Source: an optimization exercise on an open RTL-to-GDS flow (aim: small area, a short achievable clock period and few clock cycles per item). Production flows keep margins and buffers that such runs may drop.
The RTL was checked by simulation tests, not by an equivalence proof against the original design.

ember:
## codec_residue_coder
module codec_residue_coder (
    input  wire        clk,
    input  wire        rst,           
    input  wire        in_valid,
    output wire        in_ready,
    input  wire        in_first,      
    input  wire [1:0]  in_kind,       
    input  wire [2:0]  in_near,       
    input  wire        in_pred_ext,   
    input  wire [15:0] in_p,
    input  wire [15:0] in_x,
    input  wire [15:0] in_a,
    input  wire [15:0] in_b,
    input  wire [15:0] in_c,
    input  wire [15:0] in_d,
    output reg         out_valid,
    input  wire        out_ready,
    output wire [15:0] out_xr,        
    output wire [31:0] out_code,      
    output wire [5:0]  out_len        
);
    localparam NCTX = 50;
    function [16:0] f_range(input [1:0] kind, input [2:0] near);
        f_range =
            (kind == 2'd2 && near == 3'd0) ? 17'd65536 :
            (kind == 2'd2 && near == 3'd1) ? 17'd21846 :
            (kind == 2'd2 && near == 3'd2) ? 17'd13108 :
            (kind == 2'd2 && near == 3'd3) ? 17'd9364 :
            (kind == 2'd2 && near == 3'd4) ? 17'd7283 :
  ...
Size: roughly 6800 cells after synthesis, ~1700 flip-flops, roughly 160 I/O pins, roughly 0.080 mm2 of cells after synthesis.
clock: 62.0 ns
lec_check: 0
abc_area: 1
cap_margin: 10
core_margin: 2
core_utilization: 65
cts_buf_list: sky130_fd_sc_hd__clkbuf_16
cts_cluster_diameter: 70
cts_cluster_size: 30
place_density: 0.8
slew_margin: 10
buffer_ports_args: -buffer_cell sky130_fd_sc_hd__buf_2
standard.sh (not shown) runs the stock make flow with config.mk's settings and CLKGATE_MAP_FILE= SYNTH_SCRIPT=/design/flow/synth_recipe.tcl, a recipe that flattens the netlist after the stock synthesis.
==> flow/flow/run.sh <==
#!/bin/bash
# The standard layout, with the port buffers placed as buf_2 cells instead of the
# resizer's default pick (a slow clkdlybuf4s50_1 delay cell). Everything else, synthesis
# included, is standard.sh unchanged.
set -euo pipefail
cd "$(dirname "$0")/.."
echo 'export BUFFER_PORTS_ARGS = -buffer_cell sky130_fd_sc_hd__buf_2' >> config.mk
bash standard.sh > standard.log 2>&1
Every stage of the flow completed for ember, and the final layout passed the timing, DRC and antenna checks.
Testbench counts of ember, summed over its fixed seeds: cycles 99,268, items 99,228.
Setup changes, ember to tundra
Settings: putting GPL_ROUTABILITY_DRIVEN at 0 where nothing was set; swapping 0.8 for 0.7 in PLACE_DENSITY.
Results
Re total clock buffers created by CTS: tundra is about 10% up on ember.
tundra gives less clock period minus worst slack than ember did.
As far as area of the multi-input gates is concerned, ember and tundra perform about the same.
ember and tundra ended up with nearly the same total number of vias.
Measured against each other, ember and tundra differ in area overhead of the layout relative to synthesis, the higher figure coming from tundra.
As far as final net count is concerned, tundra and ember perform about the same.
Relative to tundra, the following input files were edited for yarrow:
Settings: GPL_ROUTABILITY_DRIVEN no longer set, was 0; CTS_CLUSTER_DIAMETER now 60, was 70; CTS_CLUSTER_SIZE now 24, was 30.
- The last element of the critical path comes out rem1[3] in one run and out_xr[10] in the other, namely in tundra and yarrow respectively.
- Clock-buffer cell count (tundra / yarrow): 0.876
- Per the comparison of yarrow with tundra, non-clock buffer count saw an increase, setup total negative slack neither gained nor lost much, number of sequential storage elements ~0 delta, number of clock buffers inserted by TritonCTS rose 16%, number of antenna violations at the first check in global routing grew by 1.
- Looking at worst setup slack, yarrow sits 0.012 ns lower than tundra does.

the reference run:
Another version of the RTL of codec_residue_coder (not shown whole).
Size in the first run: roughly 1,700 flip-flops, roughly 160 I/O pins, ~82,000 sq um of cells after synthesis.
Settings: LEC_CHECK=0, ABC_AREA=1, CAP_MARGIN=10, CORE_MARGIN=2, CORE_UTILIZATION=60, CTS_BUF_LIST=sky130_fd_sc_hd__clkbuf_16, CTS_CLUSTER_DIAMETER=60, CTS_CLUSTER_SIZE=24, SLEW_MARGIN=10; clock period 62.0 ns.
run.sh (not shown) runs the stock make flow with config.mk's settings and CLKGATE_MAP_FILE= SYNTH_SCRIPT=/design/flow/synth_recipe.tcl, a recipe that flattens the netlist after the stock synthesis.
Stock flow here: none of the scripts above is used.
The reference run: PASS, flow complete, no timing, DRC or antenna violations
Testbench counts of the reference run, summed over its fixed seeds: cycles 99,268, items 99,228.
> inputs changed (the reference run -> the trial run)
Settings: setting BUFFER_PORTS_ARGS to -buffer_cell sky130_fd_sc_hd__buf_2 for the first time.
==> flow/flow/run.sh (new file) <==
#!/bin/bash
# The standard layout, with the port buffers placed as buf_2 cells instead of the
# resizer's default pick (a slow clkdlybuf4s50_1 delay cell). Everything else, synthesis
# included, is standard.sh unchanged.
set -euo pipefail
cd "$(dirname "$0")/.."
echo 'export BUFFER_PORTS_ARGS = -buffer_cell sky130_fd_sc_hd__buf_2' >> config.mk
bash standard.sh > standard.log 2>&1
==> flow/standard.sh (new file) <==
#!/bin/bash
# synth_recipe.tcl (not shown) runs the flow's synth.tcl, then flattens the netlist and writes it again
# the make line also repeats each setting of config.mk as NAME=value (left out here)
make -C /OpenROAD-flow-scripts/flow DESIGN_CONFIG=/design/flow/config.mk WORK_HOME=/design/flow/orfs CLKGATE_MAP_FILE= SYNTH_SCRIPT=/design/flow/synth_recipe.tcl "${@:-finish}"
removed: flow/run.sh
- Register share of the cell area was lower in the run labelled the reference run.
- Delta (the trial run minus the reference run): non-clock buffering overhead in the final layout shows a reduction of 0.75 points; area overhead of the layout relative to synthesis shows a reduction of 1.0 points; met3 wire length shows no meaningful change.
- Sort the trial run and the reference run by slack of the critical path asc -> top: the reference run
- The trial run vs the reference run on maximum net fanout on the critical path: the trial run is the lower one.

re-timing with driven ports:
No port has a modelled driver above. Below, the same layouts with a new extraction and two added sets of constraints.
Step 1 sets driving cells, clkbuf_16 on the clock port and buf_2 on the other inputs (assumed; they add their load-dependent delay and slew).
Step 2 moves the port delays by t, midway between the first and last clock arrival at a register: inputs arrive t later, outputs are due t later. That takes back most of the time a late clock gives input paths.
a / b / c = ideal / step 1 / step 2; a / b = the first two.
run | t (ns) | setup slack, ns | worst slew at a driven data input, ns
ember | 0.839 | 48.270 / 48.205 / 47.487 | 0.05
tundra | 0.827 | 48.311 / 48.239 / 47.734 | 0.06
yarrow | 0.851 | 48.299 / 48.221 / 47.603 | 0.06
the reference run | 0.847 | 47.948 / 47.868 / 47.666 | 0.06
the trial run | 0.848 | 48.337 / 48.256 / 47.951 | 0.06
After both steps every run listed still meets setup and hold. For ember, which loses most, drivers alone change the setup slack by -0.065 ns; drivers and shift together by -0.783 ns.
